Background: an optimization exercise with open tools, aiming at small area, a short achievable clock period and few clock cycles per item. Do not read the settings as production practice. Function was checked by simulation only, so behaviour that the tests miss may differ from the original. The flow treats the clock pin as an ideal source, which a real chip does not have.

## flow/design.v (module list and top-level ports; edited modules follow where they fit)
// module d12_mix_a: 7 lines
// module d12_mix_b: 9 lines
// module d12_mul_c1: 353 lines
// module d12_mul_c2: 386 lines
// module d12_partmul: 446 lines
// module d12_keys: 165 lines
module d12_keys (
    input  wire        clk,
    input  wire        rst,         
    input  wire        in_valid,
    output wire        in_ready,
    input  wire [2:0]  in_op,
    input  wire        in_first,    
    input  wire [63:0] in_a,
    input  wire [31:0] in_b,
    input  wire [6:0]  in_n,
    output wire        out_valid,
    input  wire        out_ready,
    output wire [31:0] out_data
);
  // ...
==> flow/flow/run.sh <==
#!/bin/bash
# The standard layout, with the port buffers made of sky130_fd_sc_hd__buf_4
# instead of the resizer's default choice (a slow delay buffer). Every input
# and output port still gets its own buffer.
set -euo pipefail
export BUFFER_PORTS_ARGS="-buffer_cell sky130_fd_sc_hd__buf_4"
bash standard.sh > standard.log 2>&1
==> flow/standard.sh <==
#!/bin/bash
# synth_recipe.tcl (not shown) runs the flow's synth.tcl, then flattens the netlist and writes it again
# the make line also repeats each setting of config.mk as NAME=value (left out here)
make -C /OpenROAD-flow-scripts/flow DESIGN_CONFIG=/design/flow/config.mk WORK_HOME=/design/flow/orfs CLKGATE_MAP_FILE= SYNTH_SCRIPT=/design/flow/synth_recipe.tcl "${@:-finish}"
==> flow/config.mk <==
export PLATFORM = sky130hd
export DESIGN_NAME = d12_keys
export DESIGN_NICKNAME = d12_keys
export VERILOG_FILES = /design/flow/design.v
export SDC_FILE = /design/flow/constraint.sdc
export NUM_CORES = 4
export LEC_CHECK = 0
export CAP_MARGIN = 20
export CORE_MARGIN = 2
export CORE_UTILIZATION = 60
export CTS_BUF_LIST = sky130_fd_sc_hd__clkbuf_16
export CTS_CLUSTER_DIAMETER = 100
export CTS_CLUSTER_SIZE = 24
export SLEW_MARGIN = 20
==> flow/constraint.sdc <==
create_clock -name core_clock -period 34.0 [get_ports {clk}]
set_input_delay 6.8000 -clock core_clock [delete_from_list [all_inputs] [get_ports {clk}]]
set_output_delay 6.8000 -clock core_clock [all_outputs]
set_load 0.01 [all_outputs]
==> impl_metrics.csv, run 1 <==
group,metric,value,unit
synthesis,synth.most_common_cell,"inv_1",
drt,first_iter_violations,2731,
drt,routed_wl,123000,microns
placed_design,port_buffers,144,
synthesis,synth-async-reset-ratio,0,
synthesis,synthAdderAreaFrac,0.343,
synthesis,yosys.area_share.simple,0.0994,
cts,cts_sinks,518,
drt,drt-vias-per-instance,5.74,
synthesis,netlist_instances,4619,
die,rows,102,
sta,worst_pin_slew,1.12,ns
layout,multi_input_area,30500,sq um
worst_setup_path,slowest_stage,"edfxtp_1",
worst_setup_path,cp.depth,1,
placed_design,dpl.hpwl,94800,microns
global_routing,grt_busiest_layer,"met2",
cts,clkSlewWorstSetupHoldPaths,0.10,ns
layout,multi_input_area_share,0.602,
cts,cts_setup_buffers,0,
die,die_area,80900,sq um
run_status,outcome,"finished clean",
worst_setup_path,critPathLaunchType,"register",
placed_design,place_inst,5729,
worst_setup_path,critical_path_required,27.20,ns
sta,max_clock_freq,125,MHz
worst_setup_path,crit_path_start,"o_data[26]$_DFFE_PP_",
layout,dominant_cells,"multi-input gates",
layout,top_regs,"lo x192, e_idx x48",
sta,setup_tns,0,ns
Testbench counts, summed over its fixed seeds: cycles 9,680, items 9,600.
==> inputs of run 2 (changes only) <==
==> flow/flow/run.sh (replaced) <==
#!/bin/bash
# The standard layout with two changes:
# - the port buffers are sky130_fd_sc_hd__buf_4 instead of the resizer's
#   default choice (a slow delay buffer); every port still gets its own buffer;
# - after the standard synthesis, polar_fix.py removes inverters between full
#   adders by choosing which adders compute on complemented signals (a full
#   adder is self-dual). Registers and all other cells are left as they are.
set -euo pipefail
export BUFFER_PORTS_ARGS="-buffer_cell sky130_fd_sc_hd__buf_4"
R=orfs/results/sky130hd/d12_keys/base
bash standard.sh synth > synth.log 2>&1
cp $R/1_2_yosys.v yosys_standard.v
python3 flow/polar_fix.py $R/1_2_yosys.v > polar.log 2>&1
rm -f $R/1_synth.odb $R/1_synth.sdc
bash standard.sh > standard.log 2>&1
==> flow/flow/polar_fix.py (new file) <==
#!/usr/bin/env python3
"""Remove inverters between full adders of a mapped sky130 netlist.

A full adder is self-dual: complementing its three inputs complements both
outputs. So each sky130_fd_sc_hd__fa cell may be 'flipped': fed the
complements of its inputs, its outputs then carry the complements of their
old values. This script chooses flips (greedily) to minimise the number of
nets that need an inverted copy, then rewires every pin to its net or to a
single shared inverter of it. Registers and all other cells are unchanged.

usage: polar_fix.py NETLIST.v   (rewritten in place)
"""
import re, sys, random

OUT_PINS = {'X', 'Y', 'Q', 'Q_N', 'SUM', 'COUT', 'HI', 'LO'}
path = sys.argv[1]
text = open(path).read()

m = re.search(r'^module\s+(\w+)\s*\(([^;]*)\);', text, re.M)
ports = set(p.strip() for p in m.group(2).split(','))
body_start = m.end()
end = text.rindex('endmodule')

inst_re = re.compile(r'^\s*(sky130_fd_sc_hd__\w+)\s+(\S+)\s*\((.*?)\);\s*$', re.S | re.M)
cells = []
for im in inst_re.finditer(text, body_start, end):
    pins = [(p, n.strip()) for p, n in re.findall(r'\.(\w+)\(([^()]*)\)', im.group(3))]
    cells.append([im.group(1), im.group(2), pins, im.start(), im.end()])
head = text[:cells[0][3]]
tail = text[cells[-1][4]:]

def ref(n):
    # an escaped identifier ends at white space
    return n + ' ' if n.startswith('\\') else n

def base(n):
    return n.split('[')[0].strip()

def is_const(n):
    return "'" in n or n == ''

is_inv = lambda t: re.fullmatch(r'sky130_fd_sc_hd__(clk)?inv_\d+', t) is not None
is_fa = lambda t: re.fullmatch(r'sky130_fd_sc_hd__fa_\d+', t) is not None

driver = {}
loads = {}
for ci, (t, nm, pins, s, e) in enumerate(cells):
    for p, n in pins:
        if p in OUT_PINS:
            driver[n] = ci
        else:
            loads.setdefault(n, []).append(ci)

# inverters that may go: output not a port, input not a constant
removable = set()
for ci, (t, nm, pins, s, e) in enumerate(cells):
    if is_inv(t):
        pd = dict(pins)
        if base(pd['Y']) not in ports and not is_const(pd['A']):
            removable.add(ci)

def source(n):
    par = 0
    seen = 0
    while n in driver and driver[n] in removable:
        n = dict(cells[driver[n]][2])['A']
        par ^= 1
        seen += 1
        assert seen < 100
    return n, par

fas = [ci for ci, c in enumerate(cells) if is_fa(c[0])]
# an adder whose output is a port is never flipped
fixed = set()
for ci in fas:
    for p, n in cells[ci][2]:
        if p in OUT_PINS and base(n) in ports:
            fixed.add(ci)

flip = {}
conns = []      # (root net, load cell, parity)
for ci, (t, nm, pins, s, e) in enumerate(cells):
    if ci in removable:
        continue
    for p, n in pins:
        if p in OUT_PINS or is_const(n):
            continue
        r, par = source(n)
        conns.append((r, ci, par))
by_cell = {}
for k, (r, ci, par) in enumerate(conns):
    by_cell.setdefault(ci, []).append(k)
    if r in driver:
        by_cell.setdefault(driver[r], []).append(k)
by_root = {}
for k, (r, ci, par) in enumerate(conns):
    by_root.setdefault(r, []).append(k)

def need(k):
    r, ci, par = conns[k]
    fd = flip.get(driver[r], 0) if r in driver else 0
    return par ^ fd ^ flip.get(ci, 0)

def root_cost(r):
    return 1 if any(need(k) for k in by_root[r]) else 0

def cost_around(ci):
    roots = set(conns[k][0] for k in by_cell.get(ci, []))
    return sum(root_cost(r) for r in roots)

before = sum(root_cost(r) for r in by_root)
rng = random.Random(1)
order = [ci for ci in fas if ci not in fixed]
for it in range(6):
    rng.shuffle(order)
    changed = 0
    for ci in order:
        c0 = cost_around(ci)
        flip[ci] = flip.get(ci, 0) ^ 1
        if cost_around(ci) < c0:
            changed += 1
        else:
            flip[ci] ^= 1
    if not changed:
        break
after = sum(root_cost(r) for r in by_root)

# rewire
inv_of = {}
new_cells = []
new_wires = []
k_new = [0]
def inverted(r):
    if r not in inv_of:
        w = 'pinv_%d_' % k_new[0]
        k_new[0] += 1
        new_wires.append(w)
        inv_of[r] = w
        new_cells.append('  sky130_fd_sc_hd__inv_1 pinvc_%d_ (\n    .A(%s),\n    .Y(%s)\n  );\n' % (k_new[0] - 1, ref(r), w))
    return inv_of[r]

out = []
for ci, (t, nm, pins, s, e) in enumerate(cells):
    if ci in removable:
        continue
    newpins = []
    for p, n in pins:
        if p in OUT_PINS or is_const(n):
            newpins.append((p, n))
            continue
        r, par = source(n)
        fd = flip.get(driver[r], 0) if r in driver else 0
        inv = par ^ fd ^ flip.get(ci, 0)
        newpins.append((p, inverted(r) if inv else r))
    out.append('  %s %s (\n%s\n  );\n' % (t, ref(nm), ',\n'.join('    .%s(%s)' % (p, ref(n)) for p, n in newpins)))

# drop declarations of nets that only the removed inverters drove
dead = set()
for ci in removable:
    dead.add(dict(cells[ci][2])['Y'])
used = set()
for line in out + new_cells:
    for n in re.findall(r'\.\w+\(([^()]*)\)', line):
        used.add(n.strip())
head_lines = []
for line in head.splitlines(True):
    mm = re.fullmatch(r'\s*wire\s+(\\?\S+);\s*\n?', line)
    if mm and mm.group(1) in dead and mm.group(1) not in used:
        continue
    head_lines.append(line)
head = ''.join(head_lines) + ''.join('  wire %s;\n' % w for w in new_wires)

open(path, 'w').write(head + ''.join(out) + ''.join(new_cells) + tail)
print('inverters removable %d, inverted nets before %d after %d, new inverters %d, flipped adders %d'
      % (len(removable), before, after, len(new_cells), sum(flip.values())))
==> impl_metrics.csv, run 2 <==
group,metric,value,unit
worst_setup_path,cp_max_fo,1,
cts,cts_resized,0,
placed_design,dpl.hpwl,91200,microns
sta,relSlewSlack,0.222,
worst_setup_path,critical_path_required,27.20,ns
layout,final_common_cell,"fa_1",
sta,finalSetupViolCount,0,
die,die_h,281,microns
global_routing,grt_pass1_wl,190000,microns
global_routing,grt_use_total,0.314,
cts,clkSlewWorstSetupHoldPaths,0.10,ns
drt,wl_met1,49800,microns
worst_setup_path,path_cells,"buf_4",
synthesis,avgSynthCellArea,10.7,sq um
worst_setup_path,crit_family,"flip-flops",
synthesis,netlist_instances,4300,
sta,post-route-period-util,0.235,
worst_setup_path,critPathBufInv,1,
layout,final_cell_mix,"656 x fa_1, 489 x nor2_1, 446 x inv_1, 278 x edfxtp_1, 245 x ha_1",
sta,max_clock_freq,125,MHz
cts,htree_levels,1,
worst_setup_path,slowest_stage,"edfxtp_1",
sta,clock_skew,0.0505,ns
worst_setup_path,path_class,"register to output pin",
run_status,outcome,"finished clean",
drt,drt-vias-per-instance,5.82,
drt,final_antenna_net_count,0,
worst_setup_path,slowest_delay,0.40,ns
placed_design,place.gp.congestion,0.959,
drt,met3_length,7040,microns
layout,antenna-diode-count,0,
cts,cts_setup_buffers,0,
layout,regMostFlops,"lo",
sta,setup_tns,0,ns
layout,area_growth,7.58,%
sta,worst_pin_slew,1.15,ns
cts,cts_hold_buf,0,
cts,cts.path.max_buffers,3,
cts,cts_root_buf,"clkbuf_16",
cts,cts_sinks,518,
cts,clk_latency,0.66,ns
synthesis,netlist_area,46000,sq um
sta,hold_viol_final,0,
sta,timing.final.max_slew_violations,0,
worst_setup_path,end_kind,"output pin",
layout,fin_nets,5411,
global_routing,antenna_found_initial,0,
drt,met2WireLength,58400,microns
drt,post-route-drc-count,0,
synthesis,synth_nets,5312,
global_routing,overflow,0,
placed_design,port_buffers,144,
layout,postLayoutCoreUtil,0.651,
synthesis,yosysWarningCount,4,
die,coreArea,75900,sq um
drt,highest_layer,"met4",
min_path,hold_path_class,"register to register",
die,die_area,78800,sq um
sta,fin_crit,8.01,ns
drt,routed_wl,120000,microns
sta,rsz0062_at_grt,"false",
global_routing,grt_pass1_vias,32382,
worst_setup_path,worstPathArrival,1.21,ns
layout,largest_register_ffs,192,
layout,top_regs,"lo x192, e_idx x48",
die,rows,101,
worst_setup_path,critPathLaunchType,"register",
drt,firstDrtPassIters,8,
job,maxCapViolCount,0,
die,die_x,281,microns
drt,first_iter_violations,2738,
drt,vias,31722,
layout,layout-drive-gt1-share,0.0761,
cts,cts_tree,"built",
global_routing,grt_max_degree,176,
drt,wl_per_cell,22.1,microns
cts,numCtsBuffers,31,
die,start_util,0.605,
die,io_pins,145,
[run 2: through the flow]
| stage | hold WS (ns) | instance area [sq um] | worst slack, ns | std cells |
|---|---|---|---|---|
| floorplan | 0.400 | 46000 | 25.17 | 4300 |
| global placement | 0.445 | 48400 | 25.86 | 5395 |
| detailed placement | 0.453 | 48400 | 25.85 | 5396 |
| CTS | 0.466 | 49400 | 25.96 | 5448 |
| global route | 0.495 | 49400 | 25.95 | 5448 |
| finish | 0.468 | 49400 | 25.99 | 5448 |
[run 2: final cells by class]
class                      count  area [sq um]
multi-input combinational   3166         30500
fill                        6181         26500
sequential                   518         13200
timing repair buffer         244          1840
inverter                     438          1650
tap                         1030          1290
clock buffer                  32           801
clock inverter                20           221
[run 2: path summary, 6_finish.rpt]
path                       start  slack (ns)                  end  cells after the start
min              v2$_SDFFE_PP0N_        0.47      v2$_SDFFE_PP0N_                      2
max reg2reg   d3_3[21]$_DFFE_PN_       26.78  o_data[7]$_DFFE_PP_                     17
max          o_data[4]$_DFFE_PP_       25.99          out_data[4]                      1
min reg2reg      v2$_SDFFE_PP0N_        0.47      v2$_SDFFE_PP0N_                      2
[run 2: worst reg2reg max path, delay by kind of cell, from the launching register on]
kind / cells / cell delay (ns)
multiplexers: 1 / 0.25
XOR/XNOR: 2 / 1.10
AO/OA/AOI/OAI: 7 / 2.33
AND/OR/NAND/NOR: 1 / 0.24
adder cells (fa/ha/maj): 5 / 2.43
buffers and inverters: 1 / 0.04
flip-flops: 1 / 0.59
[run 2: layer usage]
layer  track usage  up-vias
li1              -    14566
met1         0.424    15820
met2         0.526     1104
met3        0.0335      232
met4         0.120        0
met5             0        -
==> inputs of run 3 (changes only) <==
==> flow/flow/run.sh (replaced) <==
#!/bin/bash
# The standard layout with two changes:
# - the port buffers are sky130_fd_sc_hd__buf_4 instead of the resizer's
#   default choice (a slow delay buffer); every port still gets its own buffer;
# - after the standard synthesis, polar_fix.py removes inverters around the
#   full and half adders by choosing which adders take complemented inputs
#   (see polar_fix.py). Registers and all other cells are left as they are.
set -euo pipefail
export BUFFER_PORTS_ARGS="-buffer_cell sky130_fd_sc_hd__buf_4"
R=orfs/results/sky130hd/d12_keys/base
bash standard.sh synth > synth.log 2>&1
cp $R/1_2_yosys.v yosys_standard.v
python3 flow/polar_fix.py $R/1_2_yosys.v > polar.log 2>&1
rm -f $R/1_synth.odb $R/1_synth.sdc
bash standard.sh > standard.log 2>&1
--- a/flow/flow/polar_fix.py
+++ b/flow/flow/polar_fix.py
@@ -4,9 +4,12 @@
 A full adder is self-dual: complementing its three inputs complements both
 outputs. So each sky130_fd_sc_hd__fa cell may be 'flipped': fed the
 complements of its inputs, its outputs then carry the complements of their
-old values. This script chooses flips (greedily) to minimise the number of
-nets that need an inverted copy, then rewires every pin to its net or to a
-single shared inverter of it. Registers and all other cells are unchanged.
+old values. A half adder may be flipped too: fed the complements of its
+inputs, its sum is unchanged and its carry is the NOR of them, so a flipped
+half adder becomes an xor2 and a nor2 of the same area. This script chooses
+flips (greedily) to minimise the number of nets that need an inverted copy,
+then rewires every pin to its net or to a single shared inverter of it.
+Registers and all other cells are unchanged.
 
 usage: polar_fix.py NETLIST.v   (rewritten in place)
 """
@@ -41,6 +44,7 @@
 
 is_inv = lambda t: re.fullmatch(r'sky130_fd_sc_hd__(clk)?inv_\d+', t) is not None
 is_fa = lambda t: re.fullmatch(r'sky130_fd_sc_hd__fa_\d+', t) is not None
+is_ha = lambda t: re.fullmatch(r'sky130_fd_sc_hd__ha_\d+', t) is not None
 
 driver = {}
 loads = {}
@@ -70,6 +74,8 @@
     return n, par
 
 fas = [ci for ci, c in enumerate(cells) if is_fa(c[0])]
+has = [ci for ci, c in enumerate(cells) if is_ha(c[0])]
+fa_set = set(fas)
 # an adder whose output is a port is never flipped
 fixed = set()
 for ci in fas:
@@ -96,9 +102,12 @@
 for k, (r, ci, par) in enumerate(conns):
     by_root.setdefault(r, []).append(k)
 
+def out_flip(ci):
+    return flip.get(ci, 0) if ci in fa_set else 0
+
 def need(k):
     r, ci, par = conns[k]
-    fd = flip.get(driver[r], 0) if r in driver else 0
+    fd = out_flip(driver[r]) if r in driver else 0
     return par ^ fd ^ flip.get(ci, 0)
 
 def root_cost(r):
@@ -109,20 +118,28 @@
     return sum(root_cost(r) for r in roots)
 
 before = sum(root_cost(r) for r in by_root)
-rng = random.Random(1)
-order = [ci for ci in fas if ci not in fixed]
-for it in range(6):
-    rng.shuffle(order)
-    changed = 0
-    for ci in order:
-        c0 = cost_around(ci)
-        flip[ci] = flip.get(ci, 0) ^ 1
-        if cost_around(ci) < c0:
-            changed += 1
-        else:
-            flip[ci] ^= 1
-    if not changed:
-        break
+order0 = [ci for ci in fas if ci not in fixed] + has
+best = None
+for seed in range(1, 7):
+    flip = {}
+    rng = random.Random(seed)
+    order = list(order0)
+    for it in range(8):
+        rng.shuffle(order)
+        changed = 0
+        for ci in order:
+            c0 = cost_around(ci)
+            flip[ci] = flip.get(ci, 0) ^ 1
+            if cost_around(ci) < c0:
+                changed += 1
+            else:
+                flip[ci] ^= 1
+        if not changed:
+            break
+    c = sum(root_cost(r) for r in by_root)
+    if best is None or c < best[0]:
+        best = (c, dict(flip))
+flip = best[1]
 after = sum(root_cost(r) for r in by_root)
 
 # rewire
@@ -149,9 +166,16 @@
             newpins.append((p, n))
             continue
         r, par = source(n)
-        fd = flip.get(driver[r], 0) if r in driver else 0
+        fd = out_flip(driver[r]) if r in driver else 0
         inv = par ^ fd ^ flip.get(ci, 0)
         newpins.append((p, inverted(r) if inv else r))
+    if ci in has and flip.get(ci, 0):
+        pd = dict(newpins)
+        out.append('  sky130_fd_sc_hd__xor2_1 %s (\n    .A(%s),\n    .B(%s),\n    .X(%s)\n  );\n'
+                   % (ref(nm + 'x' if not nm.startswith('\\') else nm + '_x'), ref(pd['A']), ref(pd['B']), ref(pd['SUM'])))
+        out.append('  sky130_fd_sc_hd__nor2_1 %s (\n    .A(%s),\n    .B(%s),\n    .Y(%s)\n  );\n'
+                   % (ref(nm + 'n' if not nm.startswith('\\') else nm + '_n'), ref(pd['A']), ref(pd['B']), ref(pd['COUT'])))
+        continue
     out.append('  %s %s (\n%s\n  );\n' % (t, ref(nm), ',\n'.join('    .%s(%s)' % (p, ref(n)) for p, n in newpins)))
 
 # drop declarations of nets that only the removed inverters drove
@@ -171,5 +195,5 @@
 head = ''.join(head_lines) + ''.join('  wire %s;\n' % w for w in new_wires)
 
 open(path, 'w').write(head + ''.join(out) + ''.join(new_cells) + tail)
-print('inverters removable %d, inverted nets before %d after %d, new inverters %d, flipped adders %d'
-      % (len(removable), before, after, len(new_cells), sum(flip.values())))
+print('inverters removable %d, inverted nets before %d after %d, new inverters %d, flipped full adders %d, half adders %d'
+      % (len(removable), before, after, len(new_cells), sum(flip.get(c, 0) for c in fas), sum(flip.get(c, 0) for c in has)))
==> impl_metrics.csv, run 3 <==
group,metric,value,unit
run_status,outcome,"finished clean",
layout,fin_nets,5333,
cts,cts_sinks,518,
sta,clock_skew,0.0400,ns
placed_design,dpl_worst_slack,25.83,ns
sta,max_clock_freq,125,MHz
layout,top_regs,"lo x192, e_idx x48",
die,rows,101,
worst_setup_path,path_cells,"buf_4",
worst_setup_path,critPathLaunchType,"register",
global_routing,grt_use_total,0.313,
synthesis,netlist_instances,4282,
worst_setup_path,critPathBufInv,1,
die,die_h,280,microns
drt,wl_per_cell,22.3,microns
worst_setup_path,end_kind,"output pin",
global_routing,grt_max_degree,176,
worst_setup_path,r2r-start,"s2_1[27]$_DFFE_PN_",
sta,worst_pin_slew,1.10,ns
drt,vias,31777,
sta,fin_crit,7.98,ns
synthesis,yosysWarningCount,4,
worst_setup_path,worstRegToRegCells,16,
die,coreArea,75700,sq um
sta,hold_viol_final,0,
global_routing,antenna_found_initial,0,
drt,drt-vias-per-instance,5.91,
die,die_area,78400,sq um
worst_setup_path,r2r_slack,26.85,ns
worst_setup_path,reg2reg_to,"d2_2[3]$_DFFE_PN_",
cts,htree_levels,1,
sta,timing.final.max_slew_violations,0,
layout,layout-drive-gt1-share,0.0757,
placed_design,port_buffers,144,
sta,setup_ws,26.02,ns
cts,cts_root_buf,"clkbuf_16",
worst_setup_path,crit_family,"flip-flops",
worst_setup_path,cp_max_fo,1,
drt,first_iter_violations,2421,
die,io_pins,145,
drt,final_antenna_net_count,0,
synthesis,synth_nets,5238,
sta,relSlewSlack,0.265,
worst_setup_path,slowest_delay,0.40,ns
drt,post-route-drc-count,0,
layout,final_cell_mix,"656 x fa_1, 545 x nor2_1, 374 x inv_1, 278 x edfxtp_1, 238 x dfxtp_1",
placed_design,place.gp.congestion,0.946,
worst_setup_path,critical_path_required,27.20,ns
cts,clk_latency,0.65,ns
global_routing,grt_pass1_wl,189000,microns
global_routing,grt_pass1_vias,32679,
sta,post-route-period-util,0.235,
placed_design,dpl.hpwl,91400,microns
cts,numCtsBuffers,30,
layout,final_common_cell,"fa_1",
cts,clkSlewWorstSetupHoldPaths,0.11,ns
worst_setup_path,slowest_stage,"edfxtp_1",
layout,area_growth,7.37,%
cts,cts_resized,0,
cts,cts_hold_buf,0,
min_path,hold_end,"ahi1[7]$_DFFE_PN_",
global_routing,overflow,0,
worst_setup_path,path_class,"register to output pin",
cts,cts_tree,"built",
cts,cts.path.max_buffers,3,
layout,largest_register_ffs,192,
layout,regMostFlops,"lo",
synthesis,avgSynthCellArea,10.7,sq um
die,start_util,0.604,
min_path,hold_path_class,"register to register",
sta,rsz0062_at_grt,"false",
drt,firstDrtPassIters,7,
sta,setup_tns,0,ns
job,maxCapViolCount,0,
min_path,worstHoldStart,"ahi0[7]$_DFFE_PN_",
min_path,whs_path_depth,0,
die,die_x,280,microns
drt,routed_wl,120000,microns
synthesis,netlist_area,45700,sq um
worst_setup_path,worstPathArrival,1.18,ns
layout,antenna-diode-count,0,
cts,cts_setup_buffers,0,
layout,fillCellCount,6180,
sta,finalSetupViolCount,0,
run 3: changes by cell type in the layout (fill, tap and decap cells not counted), moves of 2 or more:
cell      change
clkinv_8      -4
inv_6         +3
ha_1         -56
buf_4         -6
nor2_1       +56
buf_6         +2
xor2_1       +56
inv_1        -72
run 3: worst max-delay path by stage:
stage                         startpoint                     to  slack, ns  cells past startpoint
floorplan            sk_valid$_SDFF_PP0_  e_idx[3][0]$_DFFE_PP_      25.17                      7
global placement                in_op[2]      ahi0[3]$_DFFE_PN_      25.85                      2
detailed placement              in_op[2]      ahi0[3]$_DFFE_PN_      25.83                      2
CTS                 o_data[30]$_DFFE_PP_           out_data[30]      25.99                      1
global route        o_data[30]$_DFFE_PP_           out_data[30]      25.97                      1
finish              o_data[30]$_DFFE_PP_           out_data[30]      26.02                      1
run 3: layout make-up:
type	instances	area (sq um)	area share
multi-input cells	3222	30500	0.622
flip-flops and latches	518	13200	0.268
repair buffers	241	1840	0.0374
inverters	364	1370	0.0280
well taps	978	1220	0.0249
clock buffers	31	776	0.0158
clock inverters	22	196	0.00400
run 3: metrics by stage:
| stage | std cells | utilization | hold WS (ns) | cell area (sq um) |
|---|---|---|---|---|
| 5_1_grt | 5376 | 0.648 | 0.452 | 49100 |
| 4_1_cts | 5375 | 0.648 | 0.433 | 49000 |
| 2_1_floorplan | 4282 | - | 0.400 | 45700 |
| 6_report | 5376 | 0.648 | 0.432 | 49100 |
| 3_3_place_gp | 5321 | 0.635 | 0.405 | 48000 |
| 3_5_place_dp | 5322 | 0.635 | 0.408 | 48100 |
run 3: per-layer routing:
layer / track usage / vias to the layer above / part of all wire
li1: - / 14543 / -
met1: 0.414 / 15880 / 0.41
met2: 0.531 / 1086 / 0.49
met3: 0.0313 / 268 / 0.051
met4: 0.130 / 0 / 0.048
met5: 0 / - / 0
==> inputs of run 4 (changes only) <==
--- a/flow/flow/run.sh
+++ b/flow/flow/run.sh
@@ -3,8 +3,9 @@
 # - the port buffers are sky130_fd_sc_hd__buf_4 instead of the resizer's
 #   default choice (a slow delay buffer); every port still gets its own buffer;
 # - after the standard synthesis, polar_fix.py removes inverters around the
-#   full and half adders by choosing which adders take complemented inputs
-#   (see polar_fix.py). Registers and all other cells are left as they are.
+#   full and half adders and xor gates by choosing which of them work on
+#   complemented signals (see polar_fix.py). Registers and all other cells
+#   are left as they are.
 set -euo pipefail
 export BUFFER_PORTS_ARGS="-buffer_cell sky130_fd_sc_hd__buf_4"
 R=orfs/results/sky130hd/d12_keys/base
==> flow/flow/polar_fix.py (replaced) <==
#!/usr/bin/env python3
"""Remove inverters around the adders of a mapped sky130 netlist.

- A full adder (sky130_fd_sc_hd__fa) is self-dual: fed the complements of its
  inputs, its outputs carry the complements of their old values. Each may be
  'flipped' so.
- A half adder (ha) may be rebuilt from an xor2/xnor2 and a nand2 or nor2 of
  the same area: with its inputs as they are and its carry complemented
  (xor2/xnor2 + nand2), or with its inputs complemented and its carry as it is
  (xor2/xnor2 + nor2). The sum's polarity is free either way.
- An xor2 or xnor2 absorbs the complement of any input, and gives either
  polarity of its output, by swapping one for the other.

The script chooses these forms (greedily) to minimise the number of nets that
need an inverted copy, then rewires every pin to its net or to a single shared
inverter of it. Registers and all other cells are unchanged.

usage: polar_fix.py NETLIST.v   (rewritten in place)
"""
import re, sys, random

OUT_PINS = {'X', 'Y', 'Q', 'Q_N', 'SUM', 'COUT', 'HI', 'LO'}
path = sys.argv[1]
text = open(path).read()

m = re.search(r'^module\s+(\w+)\s*\(([^;]*)\);', text, re.M)
ports = set(p.strip() for p in m.group(2).split(','))
body_start = m.end()
end = text.rindex('endmodule')

inst_re = re.compile(r'^\s*(sky130_fd_sc_hd__\w+)\s+(\S+)\s*\((.*?)\);\s*$', re.S | re.M)
cells = []
for im in inst_re.finditer(text, body_start, end):
    pins = [(p, n.strip()) for p, n in re.findall(r'\.(\w+)\(([^()]*)\)', im.group(3))]
    cells.append([im.group(1), im.group(2), pins, im.start(), im.end()])
head = text[:cells[0][3]]
tail = text[cells[-1][4]:]


def ref(n):
    # an escaped identifier ends at white space
    return n + ' ' if n.startswith('\\') else n


def base(n):
    return n.split('[')[0].strip()


def is_const(n):
    return "'" in n or n == ''


def kind(t):
    if re.fullmatch(r'sky130_fd_sc_hd__(clk)?inv_\d+', t): return 'inv'
    if re.fullmatch(r'sky130_fd_sc_hd__fa_\d+', t): return 'fa'
    if re.fullmatch(r'sky130_fd_sc_hd__ha_\d+', t): return 'ha'
    if t in ('sky130_fd_sc_hd__xor2_1', 'sky130_fd_sc_hd__xnor2_1'): return 'xor'
    return 'other'


K = [kind(c[0]) for c in cells]
driver = {}
for ci, (t, nm, pins, s, e) in enumerate(cells):
    for p, n in pins:
        if p in OUT_PINS:
            driver[n] = (ci, p)

# inverters that may go: output not a port, input not a constant
removable = set()
for ci, (t, nm, pins, s, e) in enumerate(cells):
    if K[ci] == 'inv':
        pd = dict(pins)
        if base(pd['Y']) not in ports and not is_const(pd['A']):
            removable.add(ci)


def source(n):
    par = 0
    while n in driver and driver[n][0] in removable:
        n = dict(cells[driver[n][0]][2])['A']
        par ^= 1
    return n, par


# cells whose outputs drive ports keep their form
fixed = set()
for ci, (t, nm, pins, s, e) in enumerate(cells):
    for p, n in pins:
        if p in OUT_PINS and base(n) in ports:
            fixed.add(ci)

# state per cell: fa: flip; ha: one of HA_STATES; xor: output flip
HA_STATES = [(0, 0, 0), (0, 0, 1), (0, 1, 1), (1, 0, 0), (1, 1, 0)]   # (in, sum, carry)
state = {}


def out_pol(ci, p):
    k = K[ci]
    st = state.get(ci, 0)
    if k == 'fa': return st
    if k == 'ha':
        i, sf, cf = HA_STATES[st]
        return sf if p == 'SUM' else cf
    if k == 'xor': return st
    return 0


def in_pol(ci):
    k = K[ci]
    st = state.get(ci, 0)
    if k == 'fa': return st
    if k == 'ha': return HA_STATES[st][0]
    return 0


conns = []      # (root net, load cell, parity)
for ci, (t, nm, pins, s, e) in enumerate(cells):
    if ci in removable:
        continue
    for p, n in pins:
        if p in OUT_PINS or is_const(n):
            continue
        r, par = source(n)
        conns.append((r, ci, par))
by_cell, by_root = {}, {}
for k, (r, ci, par) in enumerate(conns):
    by_cell.setdefault(ci, []).append(k)
    by_root.setdefault(r, []).append(k)
    if r in driver:
        by_cell.setdefault(driver[r][0], []).append(k)


def need(k):
    r, ci, par = conns[k]
    if K[ci] == 'xor':
        return 0
    have = out_pol(*driver[r]) if r in driver else 0
    return par ^ have ^ in_pol(ci)


def root_cost(r):
    return 1 if any(need(k) for k in by_root[r]) else 0


def cost_around(ci):
    return sum(root_cost(r) for r in set(conns[k][0] for k in by_cell.get(ci, [])))


before = sum(root_cost(r) for r in by_root)
n_states = {'fa': 2, 'ha': len(HA_STATES), 'xor': 2}
movable = [ci for ci in range(len(cells)) if K[ci] in n_states and ci not in fixed]
best = None
for seed in range(1, 5):
    state = {}
    rng = random.Random(seed)
    order = list(movable)
    for it in range(10):
        rng.shuffle(order)
        changed = 0
        for ci in order:
            cur = state.get(ci, 0)
            c_best, s_best = cost_around(ci), cur
            for st in range(n_states[K[ci]]):
                if st == cur:
                    continue
                state[ci] = st
                c = cost_around(ci)
                if c < c_best:
                    c_best, s_best = c, st
            state[ci] = s_best
            if s_best != cur:
                changed += 1
        if not changed:
            break
    c = sum(root_cost(r) for r in by_root)
    if best is None or c < best[0]:
        best = (c, dict(state))
state = best[1]
after = best[0]

# rewire
inv_of = {}
new_cells, new_wires = [], []


def inverted(r):
    if r not in inv_of:
        k = len(new_wires)
        w = 'pinv_%d_' % k
        new_wires.append(w)
        inv_of[r] = w
        new_cells.append('  sky130_fd_sc_hd__inv_1 pinvc_%d_ (\n    .A(%s),\n    .Y(%s)\n  );\n' % (k, ref(r), w))
    return inv_of[r]


def inst(t, nm, pins):
    return '  sky130_fd_sc_hd__%s %s (\n%s\n  );\n' % (t, ref(nm), ',\n'.join('    .%s(%s)' % (p, ref(n)) for p, n in pins))


def sub(nm, suffix):
    return nm + suffix if not nm.startswith('\\') else nm + '_' + suffix


out = []
counts = {'fa': 0, 'ha': 0, 'xor': 0}
for ci, (t, nm, pins, s, e) in enumerate(cells):
    if ci in removable:
        continue
    k = K[ci]
    newpins, invs = [], 0
    for p, n in pins:
        if p in OUT_PINS or is_const(n):
            newpins.append((p, n))
            continue
        r, par = source(n)
        have = out_pol(*driver[r]) if r in driver else 0
        if k == 'xor':
            invs ^= par ^ have          # absorbed by the cell's type
            newpins.append((p, r))
        else:
            newpins.append((p, inverted(r) if par ^ have ^ in_pol(ci) else r))
    pd = dict(newpins)
    if k == 'xor':
        xnor = (t == 'sky130_fd_sc_hd__xnor2_1') ^ invs ^ state.get(ci, 0)
        o = pd.get('X', pd.get('Y'))
        if xnor != (t == 'sky130_fd_sc_hd__xnor2_1') or state.get(ci, 0):
            counts['xor'] += 1
        out.append(inst('xnor2_1' if xnor else 'xor2_1', nm,
                        [('A', pd['A']), ('B', pd['B']), ('Y' if xnor else 'X', o)]))
    elif k == 'ha' and state.get(ci, 0):
        i, sf, cf = HA_STATES[state[ci]]
        counts['ha'] += 1
        out.append(inst('xnor2_1' if sf else 'xor2_1', sub(nm, 's'),
                        [('A', pd['A']), ('B', pd['B']), ('Y' if sf else 'X', pd['SUM'])]))
        out.append(inst('nor2_1' if i else 'nand2_1', sub(nm, 'c'),
                        [('A', pd['A']), ('B', pd['B']), ('Y', pd['COUT'])]))
    else:
        if k == 'fa' and state.get(ci, 0):
            counts['fa'] += 1
        out.append(inst(t[len('sky130_fd_sc_hd__'):], nm, newpins))

# drop declarations of nets that only the removed inverters drove
dead = set(dict(cells[ci][2])['Y'] for ci in removable)
used = set()
for line in out + new_cells:
    for n in re.findall(r'\.\w+\(([^()]*)\)', line):
        used.add(n.strip())
head_lines = []
for line in head.splitlines(True):
    mm = re.fullmatch(r'\s*wire\s+(\\?\S+);\s*\n?', line)
    if mm and mm.group(1) in dead and mm.group(1) not in used:
        continue
    head_lines.append(line)
head = ''.join(head_lines) + ''.join('  wire %s;\n' % w for w in new_wires)

open(path, 'w').write(head + ''.join(out) + ''.join(new_cells) + tail)
print('inverters removable %d, inverted nets before %d after %d, new inverters %d; '
      'flipped full adders %d, rebuilt half adders %d, swapped xor/xnor %d'
      % (len(removable), before, after, len(new_cells), counts['fa'], counts['ha'], counts['xor']))
==> impl_metrics.csv, run 4 <==
group,metric,value,unit
global_routing,use_met3,0.0375,
layout,final_area,48700,sq um
layout,fin_nets,5267,
layout,layout-drive-gt1-share,0.0745,
sta,worst_pin_slew,1.12,ns
worst_setup_path,end_kind,"output pin",
global_routing,overflow,0,
placed_design,dpl.hpwl,90800,microns
die,start_util,0.608,
worst_setup_path,critPathLaunchType,"register",
die,rows,100,
synthesis,synth_nets,5178,
cts,clkSlewWorstSetupHoldPaths,0.10,ns
sta,fin_crit,7.99,ns
synthesis,netlist_area,45400,sq um
layout,area_growth,7.26,%
placed_design,placed_area,47700,sq um
cts,clk_latency,0.66,ns
drt,drt-vias-per-instance,5.92,
layout,top_regs,"lo x192, e_idx x48",
worst_setup_path,r2r_slack,26.68,ns
cts,cts_sinks,518,
cts,cts.path.max_buffers,3,
worst_setup_path,worstPathArrival,1.19,ns
sta,rsz0062_at_grt,"false",
global_routing,grt_pass1_vias,32549,
cts,cts_root_buf,"clkbuf_16",
worst_setup_path,cp.depth,1,
placed_design,port_buffers,144,
placed_design,place.gp.congestion,0.950,
cts,htree_levels,1,
worst_setup_path,crit_path_start,"o_data[29]$_DFFE_PP_",
sta,hold_viol_final,0,
drt,first_iter_violations,2312,
global_routing,grt_pass1_wl,189000,microns
worst_setup_path,crit_family,"flip-flops",
die,coreArea,74700,sq um
worst_setup_path,slowest_delay,0.39,ns
die,die_h,279,microns
cts,cts_resized,0,
job,maxCapViolCount,0,
layout,final_cell_mix,"656 x fa_1, 555 x nor2_1, 322 x inv_1, 278 x edfxtp_1, 238 x dfxtp_1",
drt,firstDrtPassIters,8,
worst_setup_path,endpoint,"out_data[29]",
sta,max_clock_freq,125,MHz
cts,numCtsBuffers,30,
sta,clock_skew,0.0584,ns
cts,cts_setup_buffers,0,
global_routing,grt_max_degree,127,
run_status,outcome,"finished clean",
drt,wl_per_cell,22.3,microns
min_path,hold_path_class,"register to register",
global_routing,gr-usage-met2,0.522,
sta,setup_tns,0,ns
sta,post-route-period-util,0.235,
synthesis,avgSynthCellArea,10.6,sq um
worst_setup_path,cp_max_fo,1,
die,io_pins,145,
global_routing,antenna_found_initial,0,
layout,final_common_cell,"fa_1",
drt,final_antenna_net_count,0,
worst_setup_path,path_class,"register to output pin",
cts,cts_hold_buf,0,
drt,routed_wl,119000,microns
layout,regMostFlops,"lo",
synthesis,netlist_instances,4268,
worst_setup_path,worstRegToRegCells,17,
synthesis,yosysWarningCount,4,
layout,largest_register_ffs,192,
global_routing,globalRouteMet1Util,0.422,
worst_setup_path,critPathBufInv,1,
cts,cts_tree,"built",
die,die_area,77900,sq um
worst_setup_path,critical_path_required,27.20,ns
global_routing,grt_busiest_layer,"met2",
sta,timing.final.max_slew_violations,0,
worst_setup_path,reg2reg_to,"d2_2[3]$_DFFE_PN_",
worst_setup_path,slowest_stage,"edfxtp_1",
drt,post-route-drc-count,0,
drt,vias,31658,
worst_setup_path,path_cells,"buf_4",
sta,relSlewSlack,0.248,
die,die_x,279,microns
sta,finalSetupViolCount,0,
worst_setup_path,r2r-start,"s2_1[23]$_DFFE_PN_",
global_routing,grt_use_total,0.314,
==> run 4: how the worst min path moves through the flow <==
stage	startpoint	endpoint	slack, ns	cells after the start
2_1_floorplan	ahi0[7]$_DFFE_PN_	ahi1[7]$_DFFE_PN_	0.40	0
3_3_place_gp	v2$_SDFFE_PP0N_	v2$_SDFFE_PP0N_	0.44	2
3_5_place_dp	v2$_SDFFE_PP0N_	v2$_SDFFE_PP0N_	0.45	2
4_1_cts	v2$_SDFFE_PP0N_	v2$_SDFFE_PP0N_	0.47	2
5_1_grt	v2$_SDFFE_PP0N_	v2$_SDFFE_PP0N_	0.49	2
6_report	v2$_SDFFE_PP0N_	v2$_SDFFE_PP0N_	0.47	2
==> run 4: stage by stage <==
step / worst slack [ns] / std cells / util / hold WS [ns]
2_1_floorplan: 25.17 / 4268 / - / 0.400
3_3_place_gp: 25.86 / 5293 / 0.639 / 0.444
3_5_place_dp: 25.84 / 5293 / 0.639 / 0.455
4_1_cts: 25.96 / 5346 / 0.652 / 0.468
5_1_grt: 25.94 / 5347 / 0.652 / 0.494
6_report: 26.01 / 5348 / 0.652 / 0.465
==> run 4: final cells by class <==
type	instances	area, sq um
sequential	518	13200
clock inverter	22	196
multi-input combinational	3261	30400
inverter	311	1170
timing repair buffer	235	1780
clock buffer	31	776
antenna	1	2.50
fill	6191	26000
tap	969	1210
==> run 4: per-layer routing <==
metal / vias up / part of all wire
met5: - / 0
met4: 0 / 0.046
met3: 255 / 0.055
met2: 1039 / 0.48
met1: 15851 / 0.41
li1: 14513 / -
==> inputs of run 5 (changes only) <==
--- a/flow/config.mk
+++ b/flow/config.mk
@@ -7,8 +7,9 @@
 export LEC_CHECK = 0
 export CAP_MARGIN = 20
 export CORE_MARGIN = 2
-export CORE_UTILIZATION = 60
+export CORE_UTILIZATION = 70
 export CTS_BUF_LIST = sky130_fd_sc_hd__clkbuf_16
 export CTS_CLUSTER_DIAMETER = 100
 export CTS_CLUSTER_SIZE = 24
+export PLACE_DENSITY = 0.76
 export SLEW_MARGIN = 20
==> impl_metrics.csv, run 5 <==
group,metric,value,unit
sta,timing.final.max_slew_violations,0,
placed_design,place_inst,5178,
die,io_pins,145,
min_path,hold_path_class,"register to register",
sta,clock_skew,0.0617,ns
global_routing,overflow,0,
die,start_util,0.706,
drt,drt-vias-per-instance,6.23,
sta,relSlewSlack,0.248,
placed_design,dpl_worst_slack,25.86,ns
placed_design,place.gp.congestion,0.981,
global_routing,grt_max_degree,130,
global_routing,grt_use_total,0.359,
drt,wl_per_cell,22.4,microns
drt,firstDrtPassIters,7,
global_routing,grt_pass1_vias,33059,
placed_design,dpl.hpwl,89100,microns
worst_setup_path,path_cells,"buf_4",
synthesis,avgSynthCellArea,10.6,sq um
cts,cts.path.max_buffers,3,
sta,post-route-period-util,0.236,
die,die_h,259,microns
cts,clk_latency,0.67,ns
layout,final_cell_mix,"656 x fa_1, 555 x nor2_1, 320 x inv_1, 278 x edfxtp_1, 238 x dfxtp_1",
layout,final_cells,5230,
layout,final_area,48500,sq um
sta,max_clock_freq,125,MHz
layout,largest_register_ffs,192,
sta,setup_tns,0,ns
sta,fin_crit,8.01,ns
synthesis,yosysWarningCount,4,
cts,cts_setup_buffers,0,
worst_setup_path,path_class,"register to output pin",
die,coreArea,64300,sq um
worst_setup_path,cp_max_fo,1,
cts,clkSlewWorstSetupHoldPaths,0.09,ns
layout,fillCellCount,4628,
cts,cts_hold_buf,0,
worst_setup_path,critical_path_required,27.20,ns
drt,post-route-drc-count,0,
worst_setup_path,slowest_stage,"edfxtp_1",
placed_design,placed_area,47600,sq um
layout,final_common_cell,"fa_1",
worst_setup_path,critPathLaunchType,"register",
layout,fin_nets,5265,
cts,cts_root_buf,"clkbuf_16",
layout,area_growth,6.78,%
die,rows,93,
placed_design,port_buffers,144,
die,die_x,259,microns
layout,top_regs,"lo x192, e_idx x48",
job,maxCapViolCount,0,
layout,layout-drive-gt1-share,0.0741,
sta,worst_pin_slew,1.12,ns
worst_setup_path,slowest_delay,0.39,ns
die,die_area,67000,sq um
layout,multi_input_area,30400,sq um
worst_setup_path,end_kind,"output pin",
layout,regMostFlops,"lo",
cts,htree_levels,1,
layout,final-seq-area,13200,sq um
drt,first_iter_violations,3430,
cts,cts_sinks,518,
worst_setup_path,crit_family,"flip-flops",
drt,vias,32585,
cts,cts_resized,0,
synthesis,netlist_area,45400,sq um
synthesis,synth_nets,5178,
global_routing,antenna_found_initial,0,
sta,hold_viol_final,0,
worst_setup_path,critPathBufInv,1,
sta,finalSetupViolCount,0,
drt,routed_wl,117000,microns
synthesis,netlist_instances,4268,
run_status,outcome,"finished clean",
cts,numCtsBuffers,29,
sta,setup_ws,25.99,ns
worst_setup_path,worstPathArrival,1.21,ns
sta,rsz0062_at_grt,"false",
drt,final_antenna_net_count,0,
global_routing,grt_pass1_wl,186000,microns
cts,cts_tree,"built",
layout,postLayoutCoreUtil,0.754,
==> run 5: worst paths after layout <==
path | startpoint | end | slack [ns] | cells after the start
min reg2reg | v2$_SDFFE_PP0N_ | v2$_SDFFE_PP0N_ | 0.47 | 2
min | v2$_SDFFE_PP0N_ | v2$_SDFFE_PP0N_ | 0.47 | 2
max reg2reg | s2_1[23]$_DFFE_PN_ | d2_2[3]$_DFFE_PN_ | 26.67 | 17
max | o_data[29]$_DFFE_PP_ | out_data[29] | 25.99 | 1
==> run 5: metal layers <==
layer	vias up	wire (microns)	global-route usage
li1	14499	-	-
met1	16279	46200	0.486
met2	1487	56300	0.593
met3	320	8560	0.0388
met4	0	6030	0.161
met5	-	0	0
==> run 5: stage by stage <==
stage / hold WS (ns)
after floorplan: 0.400
after global placement: 0.430
after detailed placement: 0.448
after CTS: 0.467
after global routing: 0.471
final: 0.472
==> run 5: final cells by class <==
class                      instances  area share
clock buffer                      29      0.0150
clock inverter                    21     0.00389
sequential                       518       0.271
tap                              855      0.0221
inverter                         311      0.0242
multi-input combinational       3261       0.627
antenna                            1   0.0000516
timing repair buffer             234      0.0362
==> inputs of run 6 (changes only) <==
==> flow/flow/run.sh (replaced) <==
#!/bin/bash
# The standard layout with two changes:
# - the port buffers are sky130_fd_sc_hd__buf_2 instead of the resizer's
#   default choice (a slow delay buffer); every port still gets its own buffer;
# - after the standard synthesis, polar_fix.py removes inverters around the
#   full and half adders and xor gates by choosing which of them work on
#   complemented signals (see polar_fix.py). Registers and all other cells
#   are left as they are.
set -euo pipefail
export BUFFER_PORTS_ARGS="-buffer_cell sky130_fd_sc_hd__buf_2"
R=orfs/results/sky130hd/d12_keys/base
bash standard.sh synth > synth.log 2>&1
cp $R/1_2_yosys.v yosys_standard.v
python3 flow/polar_fix.py $R/1_2_yosys.v > polar.log 2>&1
rm -f $R/1_synth.odb $R/1_synth.sdc
bash standard.sh > standard.log 2>&1
--- a/flow/config.mk
+++ b/flow/config.mk
@@ -7,9 +7,8 @@
 export LEC_CHECK = 0
 export CAP_MARGIN = 20
 export CORE_MARGIN = 2
-export CORE_UTILIZATION = 70
+export CORE_UTILIZATION = 60
 export CTS_BUF_LIST = sky130_fd_sc_hd__clkbuf_16
 export CTS_CLUSTER_DIAMETER = 100
 export CTS_CLUSTER_SIZE = 24
-export PLACE_DENSITY = 0.76
 export SLEW_MARGIN = 20
==> impl_metrics.csv, run 6 <==
group,metric,value,unit
run_status,outcome,"finished clean",
layout,final-seq-area,13200,sq um
global_routing,overflow,0,
sta,worst_pin_slew,1.15,ns
cts,cts_resized,0,
placed_design,port_buffers,144,
layout,area_growth,6.60,%
worst_setup_path,crit_family,"flip-flops",
layout,final_area,48400,sq um
layout,final_common_cell,"fa_1",
synthesis,netlist_area,45400,sq um
worst_setup_path,critPathLaunchType,"register",
layout,fillCellCount,6110,
synthesis,avgSynthCellArea,10.6,sq um
drt,first_iter_violations,2467,
global_routing,grt_pass1_vias,32514,
drt,firstDrtPassIters,5,
drt,wl_per_cell,22.2,microns
global_routing,grt_pass1_wl,188000,microns
die,io_pins,145,
die,die_area,77900,sq um
sta,post-route-period-util,0.235,
layout,largest_register_ffs,192,
min_path,worstHoldStart,"v2$_SDFFE_PP0N_",
layout,multi_input_area,30400,sq um
sta,rsz0062_at_grt,"false",
cts,clk_latency,0.66,ns
global_routing,grt_max_degree,96,
worst_setup_path,worstPathArrival,1.18,ns
worst_setup_path,r2r-start,"s2_1[21]$_DFFE_PN_",
drt,post-route-drc-count,0,
sta,relSlewSlack,0.232,
layout,regMostFlops,"lo",
sta,finalSetupViolCount,0,
layout,top_regs,"lo x192, e_idx x48",
cts,htree_levels,1,
cts,cts_tree,"built",
worst_setup_path,cp_max_fo,1,
placed_design,placed_area,47400,sq um
cts,cts_hold_buf,0,
cts,cts_root_buf,"clkbuf_16",
sta,clock_skew,0.0547,ns
cts,clkSlewWorstSetupHoldPaths,0.10,ns
die,die_h,279,microns
global_routing,antenna_found_initial,0,
drt,vias,31796,
cts,cts.path.max_buffers,3,
die,start_util,0.608,
worst_setup_path,path_cells,"buf_2",
worst_setup_path,slowest_delay,0.38,ns
layout,layout-drive-gt1-share,0.0754,
placed_design,dpl.hpwl,90800,microns
worst_setup_path,critical_path_required,27.20,ns
cts,numCtsBuffers,31,
die,rows,100,
sta,max_clock_freq,125,MHz
synthesis,yosysWarningCount,4,
min_path,hold_path_class,"register to register",
sta,fin_crit,7.98,ns
worst_setup_path,path_class,"register to output pin",
sta,timing.final.max_slew_violations,0,
synthesis,netlist_instances,4268,
die,die_x,279,microns
drt,drt-vias-per-instance,5.95,
layout,final_cell_mix,"656 x fa_1, 555 x nor2_1, 318 x inv_1, 278 x edfxtp_1, 238 x dfxtp_1",
sta,hold_viol_final,0,
worst_setup_path,slowest_stage,"edfxtp_1",
placed_design,place.gp.congestion,0.949,
drt,routed_wl,119000,microns
worst_setup_path,crit_path_start,"o_data[28]$_DFFE_PP_",
synthesis,synth_nets,5178,
job,maxCapViolCount,0,
cts,cts_sinks,518,
layout,fin_nets,5268,
layout,antenna-diode-count,0,
sta,setup_tns,0,ns
worst_setup_path,critPathBufInv,1,
worst_setup_path,end_kind,"output pin",
cts,cts_setup_buffers,0,
die,coreArea,74700,sq um
global_routing,grt_use_total,0.314,
drt,final_antenna_net_count,0,
run 6: cell type report:
cell class,count,share of cell area
flip-flops and latches,518,0.272
repair buffers,235,0.0291
well taps,969,0.0250
clock buffers,33,0.0171
clock inverters,21,0.00444
multi-input cells,3261,0.628
inverters,311,0.0243
run 6: final timing paths:
check | cells after the start | to | slack, ns
setup reg to reg | 17 | d2_2[3]$_DFFE_PN_ | 26.67
hold / removal | 2 | v2$_SDFFE_PP0N_ | 0.46
setup / recovery | 1 | out_data[28] | 26.02
hold reg to reg | 2 | v2$_SDFFE_PP0N_ | 0.46
run 6: per-stage QoR:
| stage | utilization | setup WS [ns] | hold WS (ns) | cells |
|---|---|---|---|---|
| after detailed placement | 0.634 | 25.70 | 0.450 | 5293 |
| after floorplan | - | 25.17 | 0.400 | 4268 |
| final | 0.648 | 26.02 | 0.460 | 5348 |
| after CTS | 0.648 | 25.98 | 0.459 | 5347 |
| after global placement | 0.634 | 25.68 | 0.442 | 5293 |
| after global routing | 0.648 | 25.96 | 0.496 | 5348 |
run 6: per-layer routing:
layer / global-route usage / vias to the layer above / routed length, microns
met4: 0.120 / 0 / 5100
met3: 0.0321 / 270 / 5860
met5: 0 / - / 0
met2: 0.532 / 1031 / 58500
li1: - / 14511 / -
met1: 0.419 / 15984 / 49500
==> inputs of run 7 (changes only) <==
--- a/flow/flow/run.sh
+++ b/flow/flow/run.sh
@@ -1,12 +1,16 @@
 #!/bin/bash
-# The standard layout with two changes:
+# The standard layout with these changes:
 # - the port buffers are sky130_fd_sc_hd__buf_2 instead of the resizer's
 #   default choice (a slow delay buffer); every port still gets its own buffer;
 # - after the standard synthesis, polar_fix.py removes inverters around the
 #   full and half adders and xor gates by choosing which of them work on
 #   complemented signals (see polar_fix.py). Registers and all other cells
 #   are left as they are.
+# - clock tree synthesis inserts no dummy loads (the same clock_tree_synthesis
+#   arguments as the standard flow builds from config.mk, plus
+#   -dont_use_dummy_load).
 set -euo pipefail
+export CTS_ARGS="-sink_clustering_enable -repair_clock_nets -sink_clustering_size 24 -sink_clustering_max_diameter 100 -buf_list sky130_fd_sc_hd__clkbuf_16 -dont_use_dummy_load"
 export BUFFER_PORTS_ARGS="-buffer_cell sky130_fd_sc_hd__buf_2"
 R=orfs/results/sky130hd/d12_keys/base
 bash standard.sh synth > synth.log 2>&1
==> impl_metrics.csv, run 7 <==
group,metric,value,unit
run_status,outcome,"finished clean",
global_routing,grt_pass1_wl,188000,microns
worst_setup_path,critPathLaunchType,"register",
cts,cts_hold_buf,0,
global_routing,overflow,0,
die,coreArea,74700,sq um
global_routing,grt_use_total,0.313,
min_path,hold_path_class,"register to register",
worst_setup_path,end_kind,"output pin",
worst_setup_path,path_cells,"buf_2",
layout,top_regs,"lo x192, e_idx x48",
layout,antenna-diode-count,0,
sta,finalSetupViolCount,0,
cts,clkSlewWorstSetupHoldPaths,0.09,ns
drt,firstDrtPassIters,5,
drt,drt-vias-per-instance,5.95,
die,io_pins,145,
drt,routed_wl,119000,microns
layout,area_growth,6.01,%
sta,rsz0062_at_grt,"false",
synthesis,netlist_instances,4268,
global_routing,antenna_found_initial,0,
layout,final_area,48200,sq um
worst_setup_path,path_class,"register to output pin",
sta,worst_pin_slew,1.16,ns
worst_setup_path,cp_max_fo,1,
sta,clock_skew,0.0913,ns
worst_setup_path,critical_path_required,27.20,ns
layout,regMostFlops,"lo",
sta,post-route-period-util,0.235,
min_path,hold_end,"v2$_SDFFE_PP0N_",
cts,cts_setup_buffers,0,
drt,first_iter_violations,2514,
die,rows,100,
worst_setup_path,critPathBufInv,1,
placed_design,dpl_worst_slack,25.70,ns
placed_design,place.gp.congestion,0.949,
sta,setup_ws,26.02,ns
sta,max_clock_freq,125,MHz
worst_setup_path,r2r-start,"s2_1[23]$_DFFE_PN_",
drt,post-route-drc-count,0,
sta,setup_tns,0,ns
global_routing,grt_max_degree,96,
synthesis,synth_nets,5178,
placed_design,place_inst,5293,
drt,wl_per_cell,22.3,microns
worst_setup_path,slowest_delay,0.37,ns
min_path,worstHoldStart,"v2$_SDFFE_PP0N_",
cts,clk_latency,0.66,ns
worst_setup_path,reg2reg_to,"d2_2[3]$_DFFE_PN_",
worst_setup_path,crit_family,"flip-flops",
placed_design,dpl.hpwl,90800,microns
sta,fin_crit,7.98,ns
worst_setup_path,slowest_stage,"edfxtp_1",
cts,cts_tree,"built",
die,die_h,279,microns
cts,numCtsBuffers,31,
sta,timing.final.max_slew_violations,0,
layout,final_common_cell,"fa_1",
job,maxCapViolCount,0,
sta,relSlewSlack,0.222,
synthesis,netlist_area,45400,sq um
worst_setup_path,r2r_slack,26.71,ns
synthesis,yosysWarningCount,4,
layout,fin_nets,5268,
die,start_util,0.608,
min_path,whs_path_depth,2,
placed_design,port_buffers,144,
cts,cts_resized,0,
drt,final_antenna_net_count,0,
die,die_area,77900,sq um
worst_setup_path,worstPathArrival,1.18,ns
cts,cts_sinks,518,
drt,vias,31707,
sta,hold_viol_final,0,
layout,final_cell_mix,"656 x fa_1, 555 x nor2_1, 310 x inv_1, 278 x edfxtp_1, 238 x dfxtp_1",
synthesis,avgSynthCellArea,10.6,sq um
layout,largest_register_ffs,192,
layout,layout-drive-gt1-share,0.0723,
layout,final_cells,5325,
global_routing,grt_pass1_vias,32421,
die,die_x,279,microns
placed_design,placed_area,47400,sq um
worst_setup_path,worstRegToRegCells,17,
## run 7: cell types whose count changed in the layout (fill, tap and decap cells not counted)
cell       delta
inv_16        -1
clkinv_8      -1
inv_1         -8
clkbuf_16     -2
clkinv_2      -1
inv_6         -2
clkinv_4      -1
inv_8         -2
clkinv_16     -1
inv_12        -4
## run 7: through the flow
stage               hold WS (ns)   util
floorplan                  0.400      -
global placement           0.442  0.634
detailed placement         0.450  0.634
CTS                        0.459  0.645
global route               0.496  0.645
finish                     0.460  0.645
## run 7: how the worst max path moves through the flow
stage / slack, ns / depth (start not counted) / end / startpoint
5_1_grt: 25.97 / 1 / out_data[0] / o_data[0]$_DFFE_PP_
3_5_place_dp: 25.70 / 4 / x0[17]$_DFFE_PN_ / in_op[1]
4_1_cts: 25.98 / 1 / out_data[0] / o_data[0]$_DFFE_PP_
3_3_place_gp: 25.68 / 4 / x0[27]$_DFFE_PN_ / in_op[1]
2_1_floorplan: 25.17 / 7 / e_idx[3][0]$_DFFE_PP_ / sk_valid$_SDFF_PP0_
6_report: 26.02 / 1 / out_data[0] / o_data[0]$_DFFE_PP_
## run 7: layer usage
metal / GRT usage / wire (microns)
met1: 0.417 / 48700
met2: 0.531 / 58500
met3: 0.0322 / 6590
met4: 0.120 / 5140
met5: 0 / 0
## run 7: layout make-up
cell class,count,area (sq um)
flip-flops and latches,518,13200
repair buffers,235,1410
fillers,6140,26500
well taps,969,1210
clock buffers,31,776
inverters,311,1170
multi-input cells,3261,30400
==> inputs of run 8 (changes only) <==
--- a/flow/flow/polar_fix.py
+++ b/flow/flow/polar_fix.py
@@ -11,7 +11,7 @@
 - An xor2 or xnor2 absorbs the complement of any input, and gives either
   polarity of its output, by swapping one for the other.
 
-The script chooses these forms (greedily) to minimise the number of nets that
+The script chooses these forms (greedily, then by simulated annealing) to minimise the number of nets that
 need an inverted copy, then rewires every pin to its net or to a single shared
 inverter of it. Registers and all other cells are unchanged.
 
@@ -176,7 +176,29 @@
     if best is None or c < best[0]:
         best = (c, dict(state))
 state = best[1]
-after = best[0]
+
+# refine by simulated annealing over single-cell moves
+rng = random.Random(7)
+cur_cost = best[0]
+temp = 1.0
+for step in range(60000):
+    ci = movable[rng.randrange(len(movable))]
+    old = state.get(ci, 0)
+    st = rng.randrange(n_states[K[ci]] - 1)
+    if st >= old:
+        st += 1
+    c0 = cost_around(ci)
+    state[ci] = st
+    d = cost_around(ci) - c0
+    if d <= 0 or rng.random() < pow(2.718281828, -d / temp):
+        cur_cost += d
+        if cur_cost < best[0]:
+            best = (cur_cost, dict(state))
+    else:
+        state[ci] = old
+    temp = max(0.05, 1.0 - step / 50000.0)
+state = best[1]
+after = sum(root_cost(r) for r in by_root)
 
 # rewire
 inv_of = {}
==> impl_metrics.csv, run 8 <==
group,metric,value,unit
run_status,outcome,"finished clean",
global_routing,grt_max_degree,93,
sta,hold_viol_final,0,
sta,timing.hold.ws,0.466,ns
worst_setup_path,cp_max_fo,1,
placed_design,port_buffers,144,
worst_setup_path,slowest_delay,0.47,ns
synthesis,netlist_area,45200,sq um
global_routing,grt_pass1_vias,32373,
sta,timing.final.max_slew_violations,0,
placed_design,place_inst,5300,
drt,routed_wl,119000,microns
worst_setup_path,critPathLaunchType,"register",
layout,regMostFlops,"lo",
worst_setup_path,path_cells,"buf_2",
placed_design,dpl.hpwl,90100,microns
synthesis,yosysWarningCount,4,
job,maxCapViolCount,0,
cts,cts_sinks,518,
die,rows,100,
cts,cts_hold_buf,0,
worst_setup_path,path_class,"register to output pin",
drt,vias,31704,
die,die_h,279,microns
global_routing,grt_pass1_wl,188000,microns
cts,numCtsBuffers,29,
cts,clkSlewWorstSetupHoldPaths,0.10,ns
global_routing,antenna_found_initial,2,
worst_setup_path,critPathBufInv,1,
die,die_x,279,microns
layout,layout-drive-gt1-share,0.0748,
layout,final_common_cell,"fa_1",
sta,post-route-period-util,0.238,
cts,cts_resized,0,
layout,final_cell_mix,"656 x fa_1, 590 x nor2_1, 283 x xor2_1, 278 x edfxtp_1, 267 x inv_1",
drt,final_antenna_net_count,0,
worst_setup_path,crit_family,"flip-flops",
layout,final_cells,5330,
layout,largest_register_ffs,192,
worst_setup_path,r2r_slack,26.74,ns
layout,multi_input_area,30400,sq um
drt,post-route-drc-count,0,
global_routing,overflow,0,
synthesis,netlist_instances,4262,
die,coreArea,74600,sq um
global_routing,grt_use_total,0.314,
worst_setup_path,critical_path_required,27.20,ns
drt,drt-vias-per-instance,5.95,
drt,wl_per_cell,22.3,microns
sta,worst_pin_slew,1.12,ns
sta,fin_crit,8.09,ns
placed_design,place.gp.congestion,0.964,
cts,cts_setup_buffers,0,
cts,clk_latency,0.65,ns
layout,area_growth,6.13,%
layout,fillCellCount,6113,
layout,final-seq-area,13200,sq um
sta,clock_skew,0.123,ns
sta,relSlewSlack,0.249,
die,die_area,77600,sq um
layout,fin_nets,5228,
synthesis,synth_nets,5128,
min_path,hold_path_class,"register to register",
sta,finalSetupViolCount,0,
die,io_pins,145,
worst_setup_path,worstPathArrival,1.29,ns
layout,top_regs,"lo x192, e_idx x48",
drt,firstDrtPassIters,5,
synthesis,avgSynthCellArea,10.6,sq um
cts,cts_tree,"built",
worst_setup_path,end_kind,"output pin",
sta,rsz0062_at_grt,"false",
sta,max_clock_freq,124,MHz
worst_setup_path,slowest_stage,"edfxtp_1",
sta,setup_tns,0,ns
die,start_util,0.606,
drt,first_iter_violations,2804,
[run 8: cell types whose count changed in the layout (fill, tap and decap cells not counted), sizes merged]
cell | previous run | this run
nor2 | 557 | 592
ha | 143 | 99
diode | 0 | 1
clkbuf | 31 | 29
xor2 | 222 | 283
buf | 235 | 247
inv | 311 | 268
nand2 | 207 | 215
xnor2 | 229 | 206
[run 8: routing by layer]
metal	wire length [microns]	GRT usage
met2	56700	0.515
met5	10	0
met1	51500	0.445
met4	3620	0.0852
met3	7060	0.0405
[run 8: final cells by class]
| cell class | instances | share of cell area |
|---|---|---|
| multi-input combinational | 3298 | 0.633 |
| antenna | 1 | 0.0000521 |
| timing repair buffer | 247 | 0.0311 |
| sequential | 518 | 0.274 |
| clock buffer | 29 | 0.0151 |
| tap | 969 | 0.0253 |
| inverter | 268 | 0.0211 |
[run 8: final timing paths]
kind | startpoint | endpoint | cells after the start
worst max-delay path | o_data[31]$_DFFE_PP_ | out_data[31] | 1
worst max register to register | x0[2]$_DFFE_PN_ | s2_1[31]$_DFFE_PN_ | 22
worst min-delay path | v2$_SDFFE_PP0N_ | v2$_SDFFE_PP0N_ | 2
worst min register to register | v2$_SDFFE_PP0N_ | v2$_SDFFE_PP0N_ | 2
[run 8: metrics by stage]
step	util	area [sq um]	worst slack [ns]
after global placement	0.634	47300	25.64
after CTS	0.643	48000	25.87
after floorplan	-	45200	25.17
after global routing	0.644	48000	25.85
after detailed placement	0.634	47300	25.65
final	0.644	48000	25.91

-- what the ideal ports hide --
Ports are ideal in the flow. The routed layouts listed here were re-timed in OpenROAD.
Step 1 sets driving cells, clkbuf_16 on the clock port and buf_2 on the other inputs (assumed; they add their load-dependent delay and slew).
Step 2 adds t to the input delays and takes it off the output delays; t is the mean of the earliest and latest rising clock arrival at the registers after step 1. Input paths then give back, and output paths get back, about the clock's delay inside the block.
Three values: ideal, step 1, step 2; two values: the first two.
run	shift t [ns]	slack for setup (ns)	clock arrival spread, ns	slew at the worst register clock pin (ns)	worst data-port slew with drivers (ns)
run 1	0.701	25.994 / 25.930 / 25.824	0.045 / 0.045	0.11 / 0.11	0.05
run 2	0.700	25.994 / 25.926 / 25.873	0.051 / 0.050	0.10 / 0.10	0.05
run 3	0.691	26.024 / 25.953 / 25.855	0.058 / 0.058	0.11 / 0.11	0.07
run 4	0.702	26.007 / 25.937 / 25.874	0.058 / 0.059	0.10 / 0.10	0.06
run 5	0.710	25.986 / 25.919 / 25.839	0.062 / 0.062	0.11 / 0.11	0.07
run 6	0.696	26.020 / 25.953 / 25.685	0.056 / 0.057	0.11 / 0.11	0.06
run 7	0.675	26.021 / 25.952 / 25.657	0.107 / 0.108	0.11 / 0.11	0.06
run 8	0.658	25.912 / 25.842 / 25.579	0.123 / 0.123	0.11 / 0.11	0.08
After both steps setup and hold are still met in every run listed. The setup slack of run 7, which loses most, moves by -0.069 ns with the drivers and by -0.364 ns with both steps.
